This is an optimization exercise on Yosys and OpenROAD, whose aim is small area and a short achievable clock period, not a production implementation. Function was checked by simulation only, so behaviour that the tests miss may differ from the original.

==> design.v <==
module trk_lane_rx (
    input  wire        clk,
    input  wire        rst,
    input  wire        blk_valid,
    input  wire [1:0]  blk_sh,
    input  wire [63:0] blk_pl,
    input  wire [2:0]  cfg_lane,
    input  wire [1:0]  cfg_step,
    output reg         locked,
    output reg         dat_valid,
    output wire [7:0]  dat_idx,
    output wire [63:0] dat_pl,
    output reg         hdr_valid,
    output reg         hdr_ok,
    output reg  [47:0] hdr_fcnt,
    output reg  [15:0] hdr_claim,
    output reg  [3:0]  hdr_ql,
    output reg  [1:0]  hdr_step,
    output reg  [2:0]  hdr_state,
    output reg  [7:0]  hdr_msg,
    output reg         crc_valid,
    output reg         crc_ok
);
    reg  [57:0] hist;
    wire [121:0] sbits = {blk_pl, hist};
    reg  [63:0] desc;
    integer k;
    always @* for (k = 0; k < 64; k = k + 1) desc[k] = sbits[58 + k] ^ sbits[19 + k] ^ sbits[k];
    reg        lk, prev_hdr, bad_prev, have_prev;
    reg  [7:0] cnt;
    reg  [1:0] win;
    reg  [4:0] err;
    reg [63:0] dreg;
    reg        t1_b0, t1_b1, t1_sh;
    reg [15:0] c16;
    reg [7:0]  z8;
    reg        ok0;
    wire [63:0] v8 = {dreg[63:56] & {8{~t1_b0}}, dreg[55:0]};
    wire [7:0]  f8;
    wire q_64 = v8[20] ^ v8[21];
    wire q_65 = v8[5] ^ v8[54];
    wire q_66 = v8[33] ^ v8[42];
    wire q_67 = v8[28] ^ v8[55];
    wire q_68 = v8[17] ^ q_65;
    wire q_69 = v8[62] ^ q_64;
    wire q_70 = v8[56] ^ q_66;
    wire q_71 = v8[1] ^ v8[53];
    wire q_72 = v8[26] ^ v8[40];
    wire q_73 = v8[16] ^ q_69;
    wire q_74 = v8[34] ^ v8[61];
    wire q_75 = v8[19] ^ v8[60];
    wire q_76 = v8[10] ^ v8[27];
    wire q_77 = v8[31] ^ q_68;
    wire q_78 = v8[29] ^ v8[57];
    wire q_79 = v8[36] ^ v8[63];
    wire q_80 = v8[58] ^ q_75;
    wire q_81 = v8[41] ^ q_70;
    wire q_82 = v8[30] ^ v8[39];
    wire q_83 = v8[2] ^ q_79;
    wire q_84 = v8[59] ^ q_74;
    wire q_85 = q_67 ^ q_81;
    wire q_86 = v8[15] ^ v8[35];
    wire q_87 = v8[11] ^ q_73;
    wire q_88 = v8[12] ^ q_77;
    wire q_89 = v8[24] ^ q_83;
    wire q_90 = v8[14] ^ v8[52];
    wire q_91 = v8[7] ^ q_86;
    wire q_92 = v8[22] ^ q_84;
    wire q_93 = v8[50] ^ q_87;
    wire q_94 = v8[13] ^ q_85;
    wire q_95 = q_72 ^ q_88;
    wire q_96 = v8[49] ^ q_71;
    wire q_97 = v8[18] ^ q_76;
    wire q_98 = v8[51] ^ q_82;
    wire q_99 = v8[43] ^ q_78;
    wire q_100 = v8[4] ^ q_80;
    wire q_101 = v8[9] ^ v8[45];
    wire q_102 = v8[37] ^ v8[47];
    wire q_103 = v8[46] ^ q_96;
    wire q_104 = v8[23] ^ q_100;
    wire q_105 = v8[25] ^ q_98;
    wire q_106 = v8[44] ^ q_91;
    wire q_107 = v8[0] ^ v8[3];
    wire q_108 = v8[6] ^ q_92;
    wire q_109 = v8[32] ^ q_94;
    wire q_110 = v8[8] ^ v8[28];
    wire q_111 = v8[38] ^ q_95;
    wire q_112 = v8[14] ^ q_93;
    wire q_113 = v8[48] ^ q_90;
    wire q_114 = q_97 ^ q_109;
    wire q_115 = q_105 ^ q_113;
    wire q_116 = q_89 ^ q_102;
    wire q_117 = q_99 ^ q_106;
    wire q_118 = q_111 ^ q_115;
    wire q_119 = v8[0] ^ v8[9];
    wire q_120 = v8[21] ^ v8[53];
    wire q_121 = q_119 ^ q_120;
    wire q_122 = q_83 ^ q_121;
    wire q_123 = q_100 ^ q_122;
    wire q_124 = q_123 ^ q_114;
    wire q_125 = q_118 ^ q_124;
    wire q_126 = v8[1] ^ v8[5];
    wire q_127 = v8[10] ^ v8[35];
    wire q_128 = v8[48] ^ v8[59];
    wire q_129 = q_78 ^ q_107;
    wire q_130 = q_110 ^ q_126;
    wire q_131 = q_127 ^ q_128;
    wire q_132 = q_70 ^ q_80;
    wire q_133 = q_129 ^ q_130;
    wire q_134 = q_131 ^ q_132;
    wire q_135 = q_133 ^ q_116;
    wire q_136 = q_134 ^ q_135;
    wire q_137 = q_112 ^ q_136;
    wire q_138 = v8[23] ^ v8[47];
    wire q_139 = v8[57] ^ v8[60];
    wire q_140 = v8[63] ^ q_66;
    wire q_141 = q_138 ^ q_139;
    wire q_142 = q_69 ^ q_84;
    wire q_143 = q_91 ^ q_140;
    wire q_144 = q_141 ^ q_103;
    wire q_145 = q_142 ^ q_143;
    wire q_146 = q_144 ^ q_145;
    wire q_147 = q_146 ^ q_118;
    wire q_148 = v8[29] ^ v8[42];
    wire q_149 = v8[46] ^ q_67;
    wire q_150 = q_101 ^ q_148;
    wire q_151 = q_97 ^ q_149;
    wire q_152 = q_150 ^ q_151;
    wire q_153 = q_108 ^ q_116;
    wire q_154 = q_152 ^ q_93;
    wire q_155 = q_95 ^ q_153;
    wire q_156 = q_154 ^ q_155;
    wire q_157 = v8[25] ^ v8[26];
    wire q_158 = v8[33] ^ v8[36];
    wire q_159 = v8[41] ^ v8[44];
    wire q_160 = v8[61] ^ q_76;
    wire q_161 = q_82 ^ q_86;
    wire q_162 = q_101 ^ q_110;
    wire q_163 = q_157 ^ q_158;
    wire q_164 = q_159 ^ q_68;
    wire q_165 = q_160 ^ q_161;
    wire q_166 = q_162 ^ q_163;
    wire q_167 = q_103 ^ q_164;
    wire q_168 = q_165 ^ q_166;
    wire q_169 = q_87 ^ q_104;
    wire q_170 = q_167 ^ q_168;
    wire q_171 = q_169 ^ q_170;
    wire q_172 = v8[3] ^ v8[8];
    wire q_173 = v8[16] ^ v8[45];
    wire q_174 = v8[58] ^ q_64;
    wire q_175 = q_172 ^ q_173;
    wire q_176 = q_98 ^ q_174;
    wire q_177 = q_175 ^ q_89;
    wire q_178 = q_92 ^ q_176;
    wire q_179 = q_88 ^ q_117;
    wire q_180 = q_177 ^ q_178;
    wire q_181 = q_94 ^ q_179;
    wire q_182 = q_180 ^ q_181;
    wire q_183 = v8[2] ^ v8[6];
    wire q_184 = v8[12] ^ v8[27];
    wire q_185 = v8[30] ^ v8[32];
    wire q_186 = v8[34] ^ v8[38];
    wire q_187 = v8[40] ^ v8[54];
    wire q_188 = q_71 ^ q_183;
    wire q_189 = q_184 ^ q_185;
    wire q_190 = q_186 ^ q_187;
    wire q_191 = q_188 ^ q_189;
    wire q_192 = q_190 ^ q_191;
    wire q_193 = q_85 ^ q_104;
    wire q_194 = q_117 ^ q_192;
    wire q_195 = q_193 ^ q_194;
    wire q_196 = q_112 ^ q_195;
    wire q_197 = v8[11] ^ v8[15];
    wire q_198 = v8[19] ^ v8[20];
    wire q_199 = v8[31] ^ v8[37];
    wire q_200 = v8[39] ^ q_65;
    wire q_201 = q_72 ^ q_90;
    wire q_202 = q_107 ^ q_197;
    wire q_203 = q_198 ^ q_199;
    wire q_204 = q_96 ^ q_99;
    wire q_205 = q_200 ^ q_201;
    wire q_206 = q_202 ^ q_203;
    wire q_207 = q_204 ^ q_205;
    wire q_208 = q_206 ^ q_108;
    wire q_209 = q_207 ^ q_208;
    wire q_210 = q_209 ^ q_114;
    assign f8[0] = q_125;
    assign f8[1] = q_137;
    assign f8[2] = q_147;
    assign f8[3] = q_156;
    assign f8[4] = q_171;
    assign f8[5] = q_182;
    assign f8[6] = q_196;
    assign f8[7] = q_210;
    wire [7:0]  a56;
    wire m_8 = f8[4] ^ f8[5];
    wire m_9 = f8[0] ^ f8[1];
    wire m_10 = f8[2] ^ f8[3];
    wire m_11 = f8[6] ^ m_8;
    wire m_12 = f8[0] ^ f8[7];
    wire m_13 = f8[3] ^ m_9;
    wire m_14 = f8[1] ^ f8[5];
    wire m_15 = f8[6] ^ m_10;
    wire m_16 = m_14 ^ m_15;
    wire m_17 = f8[1] ^ f8[7];
    wire m_18 = m_8 ^ m_17;
    wire m_19 = f8[3] ^ m_11;
    wire m_20 = m_12 ^ m_11;
    wire m_21 = m_10 ^ m_12;
    wire m_22 = f8[4] ^ m_13;
    wire m_23 = f8[2] ^ m_8;
    wire m_24 = m_9 ^ m_23;
    assign a56[0] = m_16;
    assign a56[1] = m_18;
    assign a56[2] = m_13;
    assign a56[3] = m_19;
    assign a56[4] = m_20;
    assign a56[5] = m_21;
    assign a56[6] = m_22;
    assign a56[7] = m_24;
    wire [63:0] v16;
    wire [15:0] f16;
    genvar gi;
    generate for (gi = 0; gi < 16; gi = gi + 1) begin : g_inj
        assign v16[gi] = dreg[gi] ^ (c16[15 - gi] | (cnt == 8'd2));
    end endgenerate
    assign v16[63:16] = dreg[63:16];
    wire p_64 = v16[9] ^ v16[32];
    wire p_65 = v16[11] ^ v16[34];
    wire p_66 = v16[10] ^ v16[33];
    wire p_67 = v16[8] ^ v16[37];
    wire p_68 = v16[38] ^ p_64;
    wire p_69 = v16[39] ^ p_66;
    wire p_70 = v16[6] ^ v16[35];
    wire p_71 = v16[3] ^ v16[41];
    wire p_72 = v16[2] ^ v16[40];
    wire p_73 = v16[46] ^ v16[54];
    wire p_74 = v16[0] ^ v16[45];
    wire p_75 = v16[7] ^ v16[36];
    wire p_76 = v16[1] ^ p_69;
    wire p_77 = v16[12] ^ v16[52];
    wire p_78 = v16[5] ^ v16[49];
    wire p_79 = p_65 ^ p_72;
    wire p_80 = v16[42] ^ v16[50];
    wire p_81 = v16[4] ^ v16[48];
    wire p_82 = v16[31] ^ p_67;
    wire p_83 = v16[43] ^ v16[51];
    wire p_84 = v16[47] ^ v16[55];
    wire p_85 = p_70 ^ p_71;
    wire p_86 = v16[53] ^ v16[57];
    wire p_87 = v16[15] ^ v16[44];
    wire p_88 = v16[13] ^ v16[14];
    wire p_89 = p_68 ^ p_78;
    wire p_90 = v16[26] ^ p_85;
    wire p_91 = v16[30] ^ p_75;
    wire p_92 = v16[58] ^ p_73;
    wire p_93 = v16[59] ^ p_84;
    wire p_94 = v16[56] ^ p_77;
    wire p_95 = v16[17] ^ p_76;
    wire p_96 = v16[18] ^ p_79;
    wire p_97 = v16[16] ^ p_74;
    wire p_98 = v16[22] ^ p_82;
    wire p_99 = v16[19] ^ p_81;
    wire p_100 = v16[9] ^ p_80;
    wire p_101 = v16[5] ^ p_83;
    wire p_102 = v16[13] ^ v16[29];
    wire p_103 = v16[20] ^ p_83;
    wire p_104 = p_86 ^ p_88;
    wire p_105 = v16[21] ^ v16[28];
    wire p_106 = p_101 ^ p_105;
    wire p_107 = v16[60] ^ p_94;
    wire p_108 = v16[25] ^ p_96;
    wire p_109 = v16[24] ^ p_95;
    wire p_110 = v16[14] ^ p_87;
    wire p_111 = v16[4] ^ v16[27];
    wire p_112 = v16[8] ^ p_107;
    wire p_113 = v16[10] ^ v16[62];
    wire p_114 = v16[1] ^ v16[15];
    wire p_115 = v16[23] ^ p_91;
    wire p_116 = v16[12] ^ p_93;
    wire p_117 = v16[23] ^ p_68;
    wire p_118 = v16[27] ^ p_81;
    wire p_119 = v16[38] ^ p_92;
    wire p_120 = v16[24] ^ p_100;
    wire p_121 = v16[21] ^ p_115;
    wire p_122 = v16[53] ^ p_97;
    wire p_123 = v16[11] ^ p_77;
    wire p_124 = v16[6] ^ p_122;
    wire p_125 = p_75 ^ p_103;
    wire p_126 = p_74 ^ p_90;
    wire p_127 = p_111 ^ p_113;
    wire p_128 = p_79 ^ p_98;
    wire p_129 = p_106 ^ p_110;
    wire p_130 = v16[61] ^ p_104;
    wire p_131 = p_108 ^ p_112;
    wire p_132 = v16[3] ^ p_109;
    wire p_133 = v16[7] ^ p_73;
    wire p_134 = p_89 ^ p_131;
    wire p_135 = p_65 ^ p_80;
    wire p_136 = p_76 ^ p_121;
    wire p_137 = v16[0] ^ p_84;
    wire p_138 = v16[39] ^ v16[63];
    wire p_139 = v16[20] ^ p_89;
    wire p_140 = p_123 ^ p_129;
    wire p_141 = p_99 ^ p_126;
    wire p_142 = p_87 ^ p_98;
    wire p_143 = v16[2] ^ p_117;
    wire p_144 = p_99 ^ p_116;
    wire p_145 = v16[0] ^ v16[35];
    wire p_146 = v16[41] ^ v16[55];
    wire p_147 = v16[59] ^ v16[63];
    wire p_148 = p_145 ^ p_146;
    wire p_149 = p_147 ^ p_82;
    wire p_150 = p_91 ^ p_148;
    wire p_151 = p_149 ^ p_150;
    wire p_152 = p_151 ^ p_140;
    wire p_153 = v16[29] ^ v16[40];
    wire p_154 = v16[54] ^ v16[58];
    wire p_155 = p_70 ^ p_88;
    wire p_156 = p_153 ^ p_154;
    wire p_157 = p_91 ^ p_103;
    wire p_158 = p_127 ^ p_135;
    wire p_159 = p_155 ^ p_156;
    wire p_160 = p_157 ^ p_158;
    wire p_161 = p_159 ^ p_160;
    wire p_162 = v16[12] ^ v16[19];
    wire p_163 = v16[28] ^ v16[34];
    wire p_164 = v16[61] ^ p_78;
    wire p_165 = p_86 ^ p_102;
    wire p_166 = p_162 ^ p_163;
    wire p_167 = p_69 ^ p_100;
    wire p_168 = p_164 ^ p_165;
    wire p_169 = p_166 ^ p_90;
    wire p_170 = p_167 ^ p_168;
    wire p_171 = p_169 ^ p_170;
    wire p_172 = v16[28] ^ v16[33];
    wire p_173 = v16[41] ^ p_172;
    wire p_174 = p_118 ^ p_173;
    wire p_175 = p_174 ^ p_134;
    wire p_176 = v16[7] ^ v16[11];
    wire p_177 = v16[26] ^ v16[32];
    wire p_178 = v16[40] ^ v16[51];
    wire p_179 = p_176 ^ p_177;
    wire p_180 = p_178 ^ p_82;
    wire p_181 = p_93 ^ p_118;
    wire p_182 = p_179 ^ p_180;
    wire p_183 = p_181 ^ p_182;
    wire p_184 = p_183 ^ p_132;
    wire p_185 = v16[10] ^ v16[16];
    wire p_186 = v16[25] ^ v16[50];
    wire p_187 = p_67 ^ p_138;
    wire p_188 = p_185 ^ p_186;
    wire p_189 = p_92 ^ p_93;
    wire p_190 = p_187 ^ p_188;
    wire p_191 = p_90 ^ p_189;
    wire p_192 = p_190 ^ p_143;
    wire p_193 = p_191 ^ p_140;
    wire p_194 = p_192 ^ p_193;
    wire p_195 = v16[25] ^ v16[45];
    wire p_196 = p_78 ^ p_114;
    wire p_197 = p_195 ^ p_104;
    wire p_198 = p_127 ^ p_196;
    wire p_199 = p_119 ^ p_120;
    wire p_200 = p_125 ^ p_197;
    wire p_201 = p_198 ^ p_128;
    wire p_202 = p_199 ^ p_200;
    wire p_203 = p_201 ^ p_202;
    wire p_204 = v16[44] ^ v16[49];
    wire p_205 = p_67 ^ p_204;
    wire p_206 = p_94 ^ p_205;
    wire p_207 = p_120 ^ p_130;
    wire p_208 = p_206 ^ p_207;
    wire p_209 = p_136 ^ p_141;
    wire p_210 = p_208 ^ p_209;
    wire p_211 = v16[22] ^ v16[23];
    wire p_212 = v16[44] ^ v16[48];
    wire p_213 = p_102 ^ p_211;
    wire p_214 = p_212 ^ p_85;
    wire p_215 = p_137 ^ p_213;
    wire p_216 = p_125 ^ p_214;
    wire p_217 = p_215 ^ p_216;
    wire p_218 = p_217 ^ p_134;
    wire p_219 = p_70 ^ p_80;
    wire p_220 = p_133 ^ p_219;
    wire p_221 = p_106 ^ p_220;
    wire p_222 = p_128 ^ p_144;
    wire p_223 = p_221 ^ p_109;
    wire p_224 = p_222 ^ p_223;
    wire p_225 = v16[18] ^ v16[47];
    wire p_226 = p_71 ^ p_111;
    wire p_227 = p_225 ^ p_92;
    wire p_228 = p_135 ^ p_226;
    wire p_229 = p_227 ^ p_228;
    wire p_230 = p_124 ^ p_139;
    wire p_231 = p_229 ^ p_136;
    wire p_232 = p_230 ^ p_231;
    wire p_233 = v16[17] ^ v16[29];
    wire p_234 = v16[46] ^ v16[52];
    wire p_235 = p_66 ^ p_72;
    wire p_236 = p_86 ^ p_233;
    wire p_237 = p_234 ^ p_235;
    wire p_238 = p_236 ^ p_237;
    wire p_239 = p_139 ^ p_142;
    wire p_240 = p_238 ^ p_141;
    wire p_241 = p_239 ^ p_240;
    wire p_242 = v16[35] ^ v16[56];
    wire p_243 = p_64 ^ p_71;
    wire p_244 = p_114 ^ p_138;
    wire p_245 = p_242 ^ p_97;
    wire p_246 = p_243 ^ p_244;
    wire p_247 = p_245 ^ p_246;
    wire p_248 = p_108 ^ p_144;
    wire p_249 = p_247 ^ p_248;
    wire p_250 = v16[8] ^ v16[31];
    wire p_251 = v16[62] ^ p_250;
    wire p_252 = p_110 ^ p_137;
    wire p_253 = p_251 ^ p_96;
    wire p_254 = p_119 ^ p_252;
    wire p_255 = p_253 ^ p_254;
    wire p_256 = p_255 ^ p_132;
    wire p_257 = v16[30] ^ v16[37];
    wire p_258 = v16[43] ^ p_257;
    wire p_259 = p_97 ^ p_133;
    wire p_260 = p_258 ^ p_130;
    wire p_261 = p_259 ^ p_95;
    wire p_262 = p_143 ^ p_260;
    wire p_263 = p_261 ^ p_262;
    wire p_264 = v16[1] ^ v16[36];
    wire p_265 = v16[42] ^ p_102;
    wire p_266 = p_264 ^ p_68;
    wire p_267 = p_265 ^ p_107;
    wire p_268 = p_266 ^ p_124;
    wire p_269 = p_142 ^ p_267;
    wire p_270 = p_268 ^ p_269;
    assign f16[0] = p_152;
    assign f16[1] = p_161;
    assign f16[2] = p_171;
    assign f16[3] = p_175;
    assign f16[4] = p_184;
    assign f16[5] = p_194;
    assign f16[6] = p_203;
    assign f16[7] = p_210;
    assign f16[8] = p_218;
    assign f16[9] = p_224;
    assign f16[10] = p_232;
    assign f16[11] = p_241;
    assign f16[12] = p_249;
    assign f16[13] = p_256;
    assign f16[14] = p_263;
    assign f16[15] = p_270;
    assign dat_pl  = dreg;
    assign dat_idx = cnt;
    wire hdr_good = ok0 && t1_sh && (dreg[7:0] == 8'h47) && (f8 == z8)
                 && (dreg[30:28] == cfg_lane) && (dreg[33:32] == cfg_step);
    wire hdr_lost = t1_b1 && !hdr_good && bad_prev;
    wire lk_eff   = lk && !hdr_lost;
    wire is_hdr  = (blk_sh == 2'b01);
    wire nb0     = (cnt == 8'd255);
    wire nb1     = (cnt == 8'd0);
    wire sh_err  = (nb0 || nb1) ? !is_hdr : (blk_sh != 2'b10);
    wire too_many = sh_err && (err == 5'd31);
    wire take    = blk_valid && lk_eff;
    wire do_lock = blk_valid && !lk_eff && is_hdr && prev_hdr;
    always @(posedge clk) begin
        if (blk_valid) hist <= blk_pl[63:6];
        dreg <= desc;
        t1_sh <= is_hdr;
        hdr_claim <= dreg[23:8];
        hdr_ql    <= dreg[27:24];
        hdr_step  <= dreg[33:32];
        hdr_state <= dreg[36:34];
        hdr_msg   <= dreg[47:40];
        crc_ok    <= (dreg[63:48] == c16);
        hdr_ok    <= hdr_good;
        if (t1_b0) begin
            z8   <= a56 ^ dreg[63:56] ^ 8'hFA;
            ok0  <= t1_sh && (dreg[7:0] == 8'hB8);
            hdr_fcnt <= dreg[55:8];
        end
        if (dat_valid)
            c16 <= f16;
        if (do_lock) begin
            cnt <= 8'd1; win <= 2'd0; err <= 5'd0;
            bad_prev <= 1'b0; have_prev <= 1'b0;
        end else begin
            if (t1_b1) bad_prev <= !hdr_good;
            if (take) begin
                cnt <= cnt + 8'd1;
                if (nb1) win <= win + 2'd1;
                err <= (nb1 && win == 2'd3) ? 5'd0 : err + {4'd0, sh_err};
                if (cnt == 8'd254) have_prev <= 1'b1;
            end
        end
        if (rst) begin
            lk <= 1'b0; prev_hdr <= 1'b0; locked <= 1'b0;
            dat_valid <= 1'b0; t1_b0 <= 1'b0; t1_b1 <= 1'b0;
            hdr_valid <= 1'b0; crc_valid <= 1'b0;
        end else begin
            if (blk_valid) prev_hdr <= is_hdr;
            lk <= do_lock || (lk_eff && !(blk_valid && too_many));
            locked <= lk_eff;
            dat_valid <= take && !nb0 && !nb1;
            t1_b0 <= take && nb0;
            t1_b1 <= take && nb1;
            hdr_valid <= t1_b1;
            crc_valid <= t1_b1 && hdr_good && have_prev;
        end
    end
endmodule
==> flow/run.sh <==
#!/bin/bash
# Layout: the standard ORFS flow, with timing repair aimed at a tighter setup margin
# than the clock period needs (so the achieved period shrinks), repairing only the worst paths.
set -euo pipefail
bash standard.sh SETUP_SLACK_MARGIN=9.5 TNS_END_PERCENT=0 finish > standard_flow.log 2>&1
==> standard.sh <==
#!/bin/bash
# synth_recipe.tcl (not shown) runs the flow's synth.tcl, then flattens the netlist and writes it again
# the make line also repeats each setting of config.mk as NAME=value (left out here)
make -C /OpenROAD-flow-scripts/flow DESIGN_CONFIG=/design/flow/config.mk WORK_HOME=/design/flow/orfs CLKGATE_MAP_FILE= SYNTH_SCRIPT=/design/flow/synth_recipe.tcl "${@:-finish}"
==> config.mk <==
export PLATFORM = sky130hd
export DESIGN_NAME = trk_lane_rx
export DESIGN_NICKNAME = trk_lane_rx
export VERILOG_FILES = /design/flow/design.v
export SDC_FILE = /design/flow/constraint.sdc
export NUM_CORES = 4
export LEC_CHECK = 0
export CAP_MARGIN = 20
export CORE_MARGIN = 2
export CORE_UTILIZATION = 40
export SLEW_MARGIN = 20
==> constraint.sdc <==
create_clock -name core_clock -period 13.5 [get_ports {clk}]
set_input_delay 2.7000 -clock core_clock [delete_from_list [all_inputs] [get_ports {clk}]]
set_output_delay 2.7000 -clock core_clock [all_outputs]
set_load 0.01 [all_outputs]
==> summary.txt, run 1 <==
STA
  • Endpoints failing setup: 0
  • Worst relative slew slack: 0.409
  • Worst Tran Pin Value: roughly 0.89 ns
  • Max-slew violations: 0
  • Period minus WS final: 4.25 ns
  • Fin crit share: 0.315
  • Clock skew: around 0.013 ns
  • Final hold slack: 0.430 ns
  • Final hold vios: 0
  • RSZ-0062 raised after global routing: true
  • FMAX: 235 MHz
  • Setup_tns: 0 ns

Floorplanning
  • Core Box Area: roughly 0.032 mm2
  • Die area: around 0.033 mm2
  • Horiz. Die Dim: 183 um
  • Starting Density: 0.406
  • FP Rows: 65
  • # IOs: 233
  • Die Span Y: about 180 um

Worst setup path
  • Worst r2r dst: cnt[6]
  • Worst path cell trace: clkdlybuf4s50_1
  • Crit. End Element: output pin
  • Reg2Reg Setup Slack: 9.44 ns
  • Worst stage delay on the critical path: 0.57 ns
  • Crit path DAT: 1.55 ns
  • Setup crit end: dat_pl[0]
  • Worst reg-to-reg path cell count: 13
  • Reg2reg start: t1_b0
  • Setup Crit Path Kind: reg2out
  • Worst path bufs/invs: 1
  • CP Launch Type: flop
  • CP required: 10.80 ns
  • Crit path max-delay family: buffers and inverters
  • Instance count on the critical path: 1
  • Worst setup startpoint: dreg[0]
  • CP max-delay cell: clkdlybuf4s50_1
  • CP max FO: 6

Placement
  • Routability Congestion: around 0.87
  • Port bufs: 232
  • Post-DP HPWL: 29.8 mm

Clock network
  • CTS sink cnt: between 200 and 300
  • Skew-Pair Late Insertion Delay: around 0.57 ns
  • Hold_buf cts: 0
  • CTS clock-pin slew for the worst setup and hold paths: approximately 0.060 ns
  • Cts bufs inserted: 29
  • Max Buffers Root-to-Sink: 3
  • # H-tree levels: 1
  • Clock root buffer: clkbuf_16
  • CTS tree: yes

Finish
  • Synthesis-to-layout area growth: 33.2%
  • Most common cell after layout, fill and taps aside: xnor2_1
  • Diode count: 0
  • Layout cell share with drive strength beyond 1: 0.149
  • Most frequent cells in the layout: xnor2_1 (427), clkdlybuf4s50_1 (194), edfxtp_1 (131)
  • Nets: ~1300

Synth
  • Post-Syn Nets: 1068
  • Leading area contributor after synthesis: edfxtp_1
  • Synth cell types: 51
  • Synthesized area per cell: 13.0 um2
  • Synth Flop Type: edfxtp_1
  • #FFs+latches synth: 256
  • Synth async-reset ratio: 0
  • Post-synth EDFFs: 131
  • Synth warn: 1
  • Syn Inst Count: 988
  • Mapped Area: about 0.013 mm2
  • Sequential element share of the synthesized area: 0.503
  • Top cells by area, synth: edfxtp_1 (31%), xnor2_1 (29%), dfxtp_1 (20%)
  • Top cell type's share of synthesized area: 0.307

Flow run
  • MaxCap Viol Count: 0

GRT
  • Antenna violations before repair: 3
  • Largest net degree at the start of global routing: 66
  • Remaining Overflow, GRT: 0
  • Number of global-route vias before repair: roughly 8400
  • Gr usage total: 0.243
  • First-pass GRT wire length: ~58 mm

Drt
  • Initial drt markers: approximately 640
  • Antenna viol nets, final: 0
  • Final wirelength: 40.6 mm
  • Drt via density: around 4.9
  • Post-route DRC: 0
  • DR vias: between 8000 and 9000
  • Drt wl/cell: 24.1 um
  • Iteration count of the initial detailed-routing pass: 5

Outcome
  • Status: finished clean

Hold path
  • Worst hold path type: reg2reg
cell type report:
cell class	count	area (um2)
clock inverter	22	174
timing repair buffer	279	2700
tap	402	503
fill	2728	14500
inverter	8	30.0
clock buffer	32	768
multi-input combinational	689	6240
sequential	256	6630
sequential cells by signal, summed over array words and instances (netlist names), 8 cells and up:
| register | cells |
|---|---|
| z8 | 8 |
| dreg | 64 |
| hdr_claim | 16 |
| hdr_msg | 8 |
| hist | 58 |
| c16 | 16 |
| hdr_fcnt | 48 |
| cnt | 8 |
routing by layer:
metal  GRT usage  vias up  part of all wire  routed length [um]
li1            -     3800                 -                   -
met1       0.324     3993              0.43               17300
met2       0.393      334              0.47               18900
met3      0.0608       68             0.078                3160
met4      0.0720        2             0.030                1220
met5           0        -           0.00032                  13
synth_stat cells, types with 3 or more instances:
cell and n:
nor2b_1 6, clkbuf_1 15, or2_2 3, nor4_1 6
xnor3_1 24, ha_1 6, xnor2_1 428, dfxtp_1 125
nand3_1 14, xor3_1 3, clkbuf_2 3, nand4_1 7
nor4b_1 3, buf_2 7, inv_1 8, edfxtp_1 131
buf_6 4, nor3_1 4, mux2i_1 5, o21ai_0 4
xor2_1 86, nor2_1 41, nand2_1 15, xnor3_2 5
buf_4 5
kinds of logic (layout without fill, tap and decap cells):
logic type | after synthesis | in the layout | share of synthesized area
DFF | 256 | 256 | 0.503
xor gates and xnor gates | 547 | 547 | 0.411
muxes | 6 | 6 | 0.00479
buffers and inverters | 44 | 341 | 0.0185
adders and majority gates | 6 | 6 | 0.00587
AOI/OAI and AO/OA | 15 | 16 | 0.00988
and+or+nand+nor | 114 | 114 | 0.0472
through the flow:
step | instance area, um2 | utilization | std cells | setup WS, ns
CTS | 16900 | 0.537 | 1687 | 9.23
global route | 17000 | 0.540 | 1688 | 9.14
detailed placement | 15500 | 0.492 | 1601 | 8.25
finish | 17000 | 0.540 | 1688 | 9.25
floorplan | 12800 | - | 988 | 9.07
global placement | 15500 | 0.492 | 1601 | 8.28
worst min-delay path by stage:
stage	endpoint	start	cells past startpoint
6_report	hdr_claim[7]	dreg[15]	0
5_1_grt	hdr_claim[9]	dreg[17]	0
3_5_place_dp	hdr_claim[9]	dreg[17]	0
3_3_place_gp	hdr_claim[7]	dreg[15]	0
2_1_floorplan	hdr_claim[2]	dreg[10]	0
4_1_cts	hdr_claim[7]	dreg[15]	0
timing repair:
| action | CTS | global route |
|---|---|---|
| buffers inserted | 31 | 1 |
| gates resized for setup | 166 | 20 |
| cloned | 1 | 0 |
| setup endpoints to repair | 182 | 181 |
| endpoints found under the hold margin | 0 | 0 |
| pin swaps | 7 | 8 |
==> run 2, diff against run 1 <==
==> run.sh (new file) <==
#!/bin/bash
# synth_recipe.tcl (not shown) runs the flow's synth.tcl, then flattens the netlist and writes it again
# the make line also repeats each setting of config.mk as NAME=value (left out here)
make -C /OpenROAD-flow-scripts/flow DESIGN_CONFIG=/design/flow/config.mk WORK_HOME=/design/flow/orfs CLKGATE_MAP_FILE= SYNTH_SCRIPT=/design/flow/synth_recipe.tcl finish
removed: flow/run.sh
removed: standard.sh
==> summary.txt, run 2 <==
Outcome
  • Status: finished clean

Finish
  • Nets: 1306 (-2.8%)
  • Max FFs per register: 64 (unchanged)
  • Post-Layout Inst Area: 0.0164 mm2 (-3.5%)
  • Non-Filler Instances: 1652 (-2.1%)
  • Most frequent cells in the layout: xnor2_1 (428), clkdlybuf4s50_1 (231), edfxtp_1 (131)
  • Biggest register: dreg
  • Layout cell share with drive strength beyond 1: 0.0617 (-0.0868)
  • Synthesis-to-layout area growth: 28.5%
  • Most common cell after layout, fill and taps aside: xnor2_1
  • Top flop regs: dreg x64, hist x58, hdr_fcnt x48

Synth
  • Top cells by area, synth: edfxtp_1 (31%), xnor2_1 (29%), dfxtp_1 (20%)
  • Synth async-reset ratio: 0 (unchanged)
  • Synth cell types: 51 (unchanged)
  • Post-synth top cells: xnor2_1 (428), edfxtp_1 (131), dfxtp_1 (125)
  • Top cell type's share of synthesized area: 0.307 (unchanged)
  • Post-Syn Nets: 1068 (unchanged)
  • Leading area contributor after synthesis: edfxtp_1
  • Synthesized area per cell: 13.0 um2 (unchanged)
  • #FFs+latches synth: 256 (unchanged)
  • Syn Inst Count: 988 (unchanged)
  • Mapped Area: 0.0128 mm2 (unchanged)
  • Sequential element share of the synthesized area: 0.503 (unchanged)
  • Post-synth EDFFs: 131 (unchanged)
  • Most frequent cell after synthesis: xnor2_1
  • Synth warn: 1 (unchanged)
  • Synth Flop Type: edfxtp_1

GRT
  • Gr usage total: 0.239 (-0.00456)
  • Remaining Overflow, GRT: 0 (unchanged)
  • First-pass GRT wire length: 57.5 mm (-0.95%)
  • Antenna violations before repair: 2 (-1)
  • Number of global-route vias before repair: 8365 (-0.76%)
  • Largest net degree at the start of global routing: 59 (-11%)

Drt
  • Drt wl/cell: 23.8 um (-1.2%)
  • Iteration count of the initial detailed-routing pass: 4 (-1)
  • Initial drt markers: 591 (-8.1%)
  • DR vias: 7904 (-3.6%)
  • Final wirelength: 39.3 mm (-3.3%)
  • Drt via density: 4.78 (-1.5%)
  • Post-route DRC: 0 (unchanged)
  • Antenna viol nets, final: 0 (unchanged)

Clock network
  • Max Buffers Root-to-Sink: 3 (unchanged)
  • Clock root buffer: clkbuf_16
  • # H-tree levels: 1 (unchanged)
  • Cts bufs inserted: 28 (-3.4%)
  • CTS sink cnt: 256 (unchanged)
  • Hold_buf cts: 0 (unchanged)
  • Post-CTS sizing: 0 (-100%)
  • Skew-Pair Late Insertion Delay: 0.55 ns (-0.02 ns)
  • CTS tree: yes
  • Buffer count from post-CTS setup fixing: 0 (-100%)
  • CTS clock-pin slew for the worst setup and hold paths: 0.06 ns (about the same)

Floorplanning
  • Core Box Area: 0.0316 mm2 (unchanged)
  • Horiz. Die Dim: 183 um (unchanged)
  • # IOs: 233 (unchanged)
  • FP Rows: 65 (unchanged)
  • Die area: 0.0334 mm2 (unchanged)
  • Starting Density: 0.406 (unchanged)
  • Die Span Y: 183 um (unchanged)

Worst setup path
  • CP required: 13.93 ns (+3.13 ns)
  • Crit. End Element: flop
  • CP Launch Type: input pin
  • Setup Crit Path Kind: in2reg
  • Crit path DAT: 5.19 ns (+3.64 ns)
  • CP max FO: 10 (+4)

Hold path
  • Worst hold path type: reg2reg

STA
  • Fin crit share: 0.352 (+0.0373)
  • Endpoints failing setup: 0 (unchanged)
  • Final hold vios: 0 (unchanged)
  • Setup_tns: 0 ns (unchanged)
  • RSZ-0062 raised after global routing: false
  • Max-slew violations: 0 (unchanged)
  • Period minus WS final: 4.76 ns (+0.504 ns)
  • Worst relative slew slack: 0.481 (+0.0714)
  • Clock skew: 0.0132 ns (+0.000549 ns)
  • FMAX: 210 MHz (-11%)
  • Worst Tran Pin Value: 0.776 ns (-0.110 ns)

Placement
  • Placed insts: 1598 (-0.19%)
  • Port bufs: 232 (unchanged)
  • Placed Area: 0.0155 mm2 (-0.14%)
  • Post-DP HPWL: 30.4 mm (+2.1%)
  • Routability Congestion: 0.903 (+4.1%)

Flow run
  • MaxCap Viol Count: 0 (unchanged)
-- run 2: cell counts after synthesis --
No cell type changed its count.
-- run 2: worst paths after layout --
check	from	slack, ns	depth (start not counted)	endpoint
worst min-delay path	have_prev	0.48	2	have_prev
worst max-delay path	cfg_step[0]	8.74	9	err[3]
worst min register to register	have_prev	0.48	2	have_prev
worst max register to register	t1_b0	9.00	11	err[3]
-- run 2: cell families after synthesis --
family / share of synthesized area
xor gates and xnor gates: 0.411
buffers and inverters: 0.0185
AOI/OAI and AO/OA: 0.00988
muxes: 0.00479
DFF: 0.503
adders and majority gates: 0.00587
and+or+nand+nor: 0.0472
-- run 2: layout make-up --
type	instances	area, um2
multi-input cells	688	6130
inverters	8	30.0
clock inverters	3	33.8
diodes	2	5.00
well taps	402	503
clock buffers	49	902
repair buffers	244	2410
fillers	2777	15100
flip-flops and latches	256	6440
-- run 2: per-layer routing --
| metal | GRT usage | wire length, um |
|---|---|---|
| met1 | 0.328 | 17900 |
| met2 | 0.398 | 18500 |
| met3 | 0.0413 | 2170 |
| met4 | 0.0496 | 680 |
| met5 | 0 | 13 |
-- run 2: worst max-delay path, cell delays in order --
cell             delay (ns)
clkdlybuf4s50_1        0.41
xor2_1                 0.14
nor4_1                 0.30
nand3_1                0.24
nor4_4                 0.35
a41oi_4                0.26
or2_1                  0.42
a32o_1                 0.25
o2bb2ai_1              0.11
-- run 2: stage by stage --
step	worst slack [ns]	utilization	hold slack (ns)
2_1_floorplan	8.65	-	0.401
3_3_place_gp	8.24	0.491	0.462
3_5_place_dp	8.20	0.491	0.473
4_1_cts	8.75	0.521	0.488
5_1_grt	8.61	0.521	0.510
6_report	8.74	0.521	0.481
==> run 3, diff against run 2 <==
==> flow/run.sh (new file) <==
#!/bin/bash
# Layout: the standard ORFS flow (standard.sh) with extra make settings from flow/params.sh:
# a smaller port-buffer cell, and timing repair aimed at a tighter setup margin.
set -euo pipefail
source flow/params.sh
bash standard.sh "${ARGS[@]}" finish > standard_flow.log 2>&1
==> flow/params.sh (new file) <==
ARGS=("BUFFER_PORTS_ARGS=-buffer_cell sky130_fd_sc_hd__buf_2" SETUP_SLACK_MARGIN=9.5 TNS_END_PERCENT=0)
==> standard.sh (new file) <==
#!/bin/bash
# synth_recipe.tcl (not shown) runs the flow's synth.tcl, then flattens the netlist and writes it again
# the make line also repeats each setting of config.mk as NAME=value (left out here)
make -C /OpenROAD-flow-scripts/flow DESIGN_CONFIG=/design/flow/config.mk WORK_HOME=/design/flow/orfs CLKGATE_MAP_FILE= SYNTH_SCRIPT=/design/flow/synth_recipe.tcl "${@:-finish}"
removed: run.sh
==> summary.txt, run 3 <==
Outcome
  • Status: finished clean

Finish
  • Fill cells: 2887 (+4.0%)
  • Top flop regs: dreg x64, hist x58, hdr_fcnt x48
  • Nets: 1304 (-0.15%)
  • Layout cell share with drive strength beyond 1: 0.264 (+0.203)
  • Synthesis-to-layout area growth: 20.8%
  • Max FFs per register: 64 (unchanged)
  • Most frequent cells in the layout: xnor2_1 (428), buf_2 (230), edfxtp_1 (131)
  • Most common cell after layout, fill and taps aside: xnor2_1
  • Biggest register: dreg

Clock network
  • Hold_buf cts: 0 (unchanged)
  • # H-tree levels: 1 (unchanged)
  • CTS sink cnt: 256 (unchanged)
  • Clock root buffer: clkbuf_16
  • CTS tree: yes
  • Skew-Pair Late Insertion Delay: 0.56 ns (about the same)
  • CTS clock-pin slew for the worst setup and hold paths: 0.06 ns (about the same)
  • Max Buffers Root-to-Sink: 3 (unchanged)
  • Cts bufs inserted: 27 (-3.6%)

GRT
  • GRT met1 Usage: 0.303 (-0.0246)
  • Met3 usage: 0.0365 (-0.00477)
  • Antenna violations before repair: 1 (-1)
  • Gr usage total: 0.223 (-0.0156)
  • Number of global-route vias before repair: 8005 (-4.3%)
  • Remaining Overflow, GRT: 0 (unchanged)
  • Most crowded layer after global routing: met2
  • Largest net degree at the start of global routing: 66 (+12%)
  • GR Util met2: 0.375 (-0.0231)
  • First-pass GRT wire length: 53.7 mm (-6.7%)

Synth
  • Synth Flop Type: edfxtp_1
  • Synthesized area per cell: 13.0 um2 (unchanged)
  • Most frequent cell after synthesis: xnor2_1
  • Synth cell types: 51 (unchanged)
  • Sequential element share of the synthesized area: 0.503 (unchanged)
  • Post-Syn Nets: 1068 (unchanged)
  • Mapped Area: 0.0128 mm2 (unchanged)
  • #FFs+latches synth: 256 (unchanged)
  • Leading area contributor after synthesis: edfxtp_1
  • Synth warn: 1 (unchanged)
  • Synth async-reset ratio: 0 (unchanged)
  • Top cell type's share of synthesized area: 0.307 (unchanged)
  • Syn Inst Count: 988 (unchanged)
  • Top cells by area, synth: edfxtp_1 (31%), xnor2_1 (29%), dfxtp_1 (20%)
  • Post-synth EDFFs: 131 (unchanged)
  • Post-synth top cells: xnor2_1 (428), edfxtp_1 (131), dfxtp_1 (125)

STA
  • FMAX: 232 MHz (+10%)
  • Clock skew: 0.0208 ns (+0.00758 ns)
  • Setup_tns: 0 ns (unchanged)
  • Fin crit share: 0.319 (-0.0333)
  • Max-slew violations: 0 (unchanged)
  • RSZ-0062 raised after global routing: true
  • Final hold vios: 0 (unchanged)
  • Endpoints failing setup: 0 (unchanged)
  • Worst Tran Pin Value: 0.857 ns (+0.0805 ns)
  • Period minus WS final: 4.31 ns (-0.450 ns)
  • Worst relative slew slack: 0.429 (-0.0519)
  • Final hold slack: 0.470 ns (-0.0109 ns)

Drt
  • Drt wl/cell: 22.9 um (-3.6%)
  • Final wirelength: 37.7 mm (-3.8%)
  • Antenna viol nets, final: 0 (unchanged)
  • Drt via density: 4.80 (+0.38%)
  • DR vias: 7915 (+0.14%)
  • Iteration count of the initial detailed-routing pass: 4 (unchanged)
  • Initial drt markers: 553 (-6.4%)
  • Post-route DRC: 0 (unchanged)

Floorplanning
  • FP Rows: 65 (unchanged)
  • Horiz. Die Dim: 183 um (unchanged)
  • Core Box Area: 0.0316 mm2 (unchanged)
  • Die area: 0.0334 mm2 (unchanged)
  • Die Span Y: 183 um (unchanged)
  • Starting Density: 0.406 (unchanged)
  • # IOs: 233 (unchanged)

Worst setup path
  • Crit path DAT: 1.61 ns (-3.58 ns)
  • CP max-delay cell: dfxtp_1
  • Worst path bufs/invs: 1 (unchanged)
  • CP Launch Type: flop
  • Setup Crit Path Kind: reg2out
  • Worst path cell trace: buf_2
  • CP required: 10.80 ns (-3.13 ns)
  • CP max FO: 8 (-2)
  • Crit path max-delay family: flip-flops
  • Crit. End Element: output pin
  • Worst stage delay on the critical path: 0.79 ns (+0.37 ns)

Flow run
  • MaxCap Viol Count: 0 (unchanged)

Placement
  • Post-DP HPWL: 28.4 mm (-6.7%)
  • Routability Congestion: 0.875 (-3.2%)
  • Port bufs: 232 (unchanged)

Hold path
  • Worst hold path type: reg2reg
==> run 3: worst min-delay path: stages (launching register included) <==
cell     delay [ns]
dfxtp_1        0.33
a31oi_1        0.04
nor2_1         0.07
==> run 3: stage by stage <==
stage                     worst slack, ns  cells   util  instance area, um2
after floorplan                      9.07    988      -               12800
after global placement               8.65   1590  0.453               14300
after detailed placement             8.56   1590  0.453               14300
after CTS                            9.18   1640  0.485               15300
after global routing                 9.10   1647  0.490               15500
final                                9.19   1648  0.490               15500
==> run 3: cell type report <==
class                   instances  area, um2  share of cell area
repair buffers                241       1260              0.0818
flip-flops and latches        256       6440               0.417
clock inverters                 9       95.1             0.00615
multi-input cells             690       6220               0.403
well taps                     402        503              0.0325
diodes                          1       2.50            0.000162
inverters                       8       30.0             0.00194
clock buffers                  41        893              0.0578
==> run 3: logic make-up (layout without fill, tap and decap cells) <==
kind of cell             Yosys count  after routing  synth area share
AND/OR/NAND/NOR                  114            115            0.0472
flip-flops                       256            256             0.503
multiplexers                       6              6           0.00479
AO/OA/AOI/OAI                     15             16           0.00988
other                              0              1                 0
adder cells (fa/ha/maj)            6              6           0.00587
XOR/XNOR                         547            547             0.411
buffers and inverters             44            299            0.0185
==> run 3: path summary, 6_finish.rpt <==
check | from | end | slack, ns | depth (start not counted)
min reg2reg | have_prev | have_prev | 0.47 | 2
max reg2reg | t1_b0 | err[2] | 9.37 | 11
min | have_prev | have_prev | 0.47 | 2
max | dreg[29] | dat_pl[29] | 9.19 | 1
==> run 3: timing repair <==
action	4_1_cts	5_1_grt
gates resized for setup	6	19
endpoints found under the setup margin	85	85
cloned	0	2
setup buffers	0	5
pin swaps	1	7
==> run 3: layer usage <==
layer / routed length [um] / up-vias
li1: - / 3704
met1: 16500 / 3871
met2: 18000 / 288
met3: 2450 / 52
met4: 767 / 0
met5: 0 / -
==> run 4, diff against run 3 <==
==> flow/params.sh (replaced) <==
ARGS=("BUFFER_PORTS_ARGS=-buffer_cell sky130_fd_sc_hd__buf_2" SETUP_SLACK_MARGIN=9.5 TNS_END_PERCENT=100)
==> summary.txt, run 4 <==
Worst setup path
  • Worst stage delay on the critical path: 0.35 ns (-0.44 ns)
  • Crit path max-delay family: simple AND/OR/NAND/NOR gates
  • Instance count on the critical path: 10 (+9)
  • Crit path DAT: 4.63 ns (+3.02 ns)
  • Crit. End Element: flop
  • Worst path cell trace: buf_6 > xor2_2 > nor4_2 > nand3_2 > nor4_4 > buf_4 > a41oi_4 > or2_4 > a32o_1 > o2bb2ai_1
  • Worst path bufs/invs: 2 (+1)
  • CP Launch Type: input pin
  • CP required: 13.94 ns (+3.14 ns)
  • Worst reg-to-reg path cell count: 10 (-1)
  • Setup Crit Path Kind: in2reg
  • CP max FO: 5 (-3)
  • CP max-delay cell: or2_4

Clock network
  • # H-tree levels: 1 (unchanged)
  • CTS sink cnt: 256 (unchanged)
  • Cts bufs inserted: 27 (unchanged)
  • CTS clock-pin slew for the worst setup and hold paths: 0.06 ns (about the same)
  • Max Buffers Root-to-Sink: 3 (unchanged)
  • Skew-Pair Late Insertion Delay: 0.57 ns (about the same)
  • Clock root buffer: clkbuf_16
  • CTS tree: yes

Outcome
  • Status: finished clean

STA
  • Final hold vios: 0 (unchanged)
  • Max-slew violations: 0 (unchanged)
  • Worst Tran Pin Value: 0.740 ns (-0.117 ns)
  • Endpoints failing setup: 0 (unchanged)
  • Clock skew: 0.0276 ns (+0.00674 ns)
  • Final worst slack: 9.32 ns (+0.122 ns)
  • Period minus WS final: 4.18 ns (-0.122 ns)
  • Setup_tns: 0 ns (unchanged)
  • RSZ-0062 raised after global routing: true
  • Final hold slack: 0.404 ns (-0.0656 ns)
  • FMAX: 239 MHz (+2.9%)
  • Worst relative slew slack: 0.503 (+0.0742)
  • Fin crit share: 0.310 (-0.00903)

GRT
  • Remaining Overflow, GRT: 0 (unchanged)
  • Number of global-route vias before repair: 8283 (+3.5%)
  • Antenna violations before repair: 2 (+1)
  • Gr usage total: 0.228 (+0.00460)
  • First-pass GRT wire length: 54.9 mm (+2.3%)
  • Largest net degree at the start of global routing: 66 (unchanged)

Finish
  • Post-Layout Inst Area: 0.0157 mm2 (+1.5%)
  • Most common cell after layout, fill and taps aside: xnor2_1
  • Final Core Density: 0.497 (+0.00726)
  • Nets: 1307 (+0.23%)
  • Fill cells: 2845 (-1.5%)
  • Non-Filler Instances: 1653 (+0.30%)
  • Synthesis-to-layout area growth: 22.6%
  • Biggest register: dreg
  • Most frequent cells in the layout: xnor2_1 (428), buf_2 (230), edfxtp_1 (131)
  • Top flop regs: dreg x64, hist x58, hdr_fcnt x48
  • Max FFs per register: 64 (unchanged)
  • Layout cell share with drive strength beyond 1: 0.317 (+0.0531)

Synth
  • XOR/XNOR Fraction of Synth Area: 0.411 (unchanged)
  • Post-synth EDFFs: 131 (unchanged)
  • Largest family of logic cells by synthesized area: XOR/XNOR gates
  • Synth warn: 1 (unchanged)
  • Post-synthesis simple-gate area fraction: 0.0472 (unchanged)
  • Mapped Area: 0.0128 mm2 (unchanged)
  • Post-Syn Nets: 1068 (unchanged)
  • Post-synth top cells: xnor2_1 (428), edfxtp_1 (131), dfxtp_1 (125)
  • Leading area contributor after synthesis: edfxtp_1
  • Synth Flop Type: edfxtp_1
  • Sequential element share of the synthesized area: 0.503 (unchanged)
  • Most frequent cell after synthesis: xnor2_1
  • Synth Area in Adders: 0.00587 (unchanged)
  • Synth cell types: 51 (unchanged)
  • Synth async-reset ratio: 0 (unchanged)
  • Synthesized area per cell: 13.0 um2 (unchanged)
  • Fraction of synthesized area in multiplexers: 0.00479 (unchanged)
  • Compound-gate portion of the synthesized area: 0.00987 (unchanged)
  • #FFs+latches synth: 256 (unchanged)
  • Top cell type's share of synthesized area: 0.307 (unchanged)
  • Syn Inst Count: 988 (unchanged)
  • Top cells by area, synth: edfxtp_1 (31%), xnor2_1 (29%), dfxtp_1 (20%)

Floorplanning
  • Core Box Area: 0.0316 mm2 (unchanged)
  • Starting Density: 0.406 (unchanged)
  • # IOs: 233 (unchanged)
  • Die area: 0.0334 mm2 (unchanged)
  • Die Span Y: 183 um (unchanged)
  • FP Rows: 65 (unchanged)
  • Horiz. Die Dim: 183 um (unchanged)

Placement
  • Setup WS pre-CTS: 8.56 ns (-0.000420 ns)
  • Routability Congestion: 0.903 (+3.2%)
  • Placed insts: 1590 (unchanged)
  • Port bufs: 232 (unchanged)
  • Placed Area: 0.0143 mm2 (about the same)
  • Post-DP HPWL: 28.5 mm (+0.26%)

Drt
  • Iteration count of the initial detailed-routing pass: 5 (+1)
  • Initial drt markers: 519 (-6.1%)
  • DR vias: 7956 (+0.52%)
  • Drt via density: 4.81 (+0.21%)
  • Antenna viol nets, final: 0 (unchanged)
  • Final wirelength: 38.1 mm (+0.88%)
  • Post-route DRC: 0 (unchanged)
  • Drt wl/cell: 23.0 um (+0.58%)

Hold path
  • Worst hold path type: reg2reg
  • WHS Path Cells: 0 (-2)

Flow run
  • MaxCap Viol Count: 0 (unchanged)
==> run 4: cell counts after synthesis <==
Identical to the previous run, type by type.
==> run 4: kinds of logic (layout without fill, tap and decap cells) <==
group,count (synthesis),count (layout)
muxes,6,6
buffers and inverters,44,302
adders and majority gates,6,6
AOI/OAI and AO/OA,15,16
xor gates and xnor gates,547,547
other,0,3
and+or+nand+nor,114,115
DFF,256,256
==> run 4: layout make-up <==
| class | instances | area, um2 | area share |
|---|---|---|---|
| repair buffers | 244 | 1320 | 0.0841 |
| multi-input cells | 690 | 6310 | 0.402 |
| clock inverters | 5 | 43.8 | 0.00279 |
| inverters | 8 | 30.0 | 0.00191 |
| flip-flops and latches | 256 | 6600 | 0.421 |
| diodes | 3 | 7.51 | 0.000479 |
| clock buffers | 45 | 876 | 0.0558 |
| well taps | 402 | 503 | 0.0321 |
==> run 4: layer usage <==
metal / global-route usage / vias up / part of all wire
met2: 0.381 / 281 / 0.47
met4: 0.0595 / 0 / 0.022
met3: 0.0441 / 57 / 0.067
li1: - / 3735 / -
met5: 0 / - / 0
met1: 0.304 / 3883 / 0.44
==> run 4: what timing repair did <==
item | CTS | global route
buffers inserted | 8 | 0
hold buffers | 0 | 0
resized for setup | 104 | 31
gates cloned | 2 | 0
setup endpoints to repair | 85 | 34
pin swaps | 10 | 4
==> run 4: worst paths after layout <==
kind | from | to | slack (ns)
setup reg to reg | t1_b0 | err[3] | 9.55
hold / removal | dreg[20] | hdr_claim[12] | 0.40
setup / recovery | cfg_step[0] | err[3] | 9.32
hold reg to reg | dreg[20] | hdr_claim[12] | 0.40
==> run 4: worst reg2reg max path: cells and delay by family (launching register included) <==
family          cells  cell delay, ns
mux                 1            0.46
flops               1            0.72
simple gates        3            0.96
compound gates      3            0.61
xor+xnor            3            1.10

[re-timing with driven ports]
The results above use ideal ports. As a check the final layouts listed here were re-extracted and re-timed, cells and wires unchanged.
Step 1: set_driving_cell puts a clkbuf_16 on clk and a buf_2 on each other input, an assumption about the parent block.
Step 2 times the ports against the registers' clock, not the clock port: input delays grow and output delays shrink by t, the midpoint of the rising clock arrivals with the driver on.
a / b / c = ideal ports / drivers / drivers and shift; a / b = the first two.
run | shift t [ns] | setup slack, ns | worst hold slack (ns) | worst register clock-pin slew, ns
run 1 | 0.613 | 9.248 / 9.195 / 8.690 | 0.430 / 0.430 / 0.430 | 0.06 / 0.06
run 2 | 0.592 | 8.744 / 8.718 / 8.180 | 0.481 / 0.481 / 0.481 | 0.07 / 0.07
run 3 | 0.603 | 9.193 / 9.142 / 8.625 | 0.470 / 0.470 / 0.470 | 0.07 / 0.07
run 4 | 0.603 | 9.315 / 9.333 / 8.730 | 0.404 / 0.404 / 0.404 | 0.06 / 0.06
After both steps every run listed still meets setup and hold. The setup slack of run 4, which loses most, moves by +0.018 ns with the drivers and by -0.585 ns with both steps.
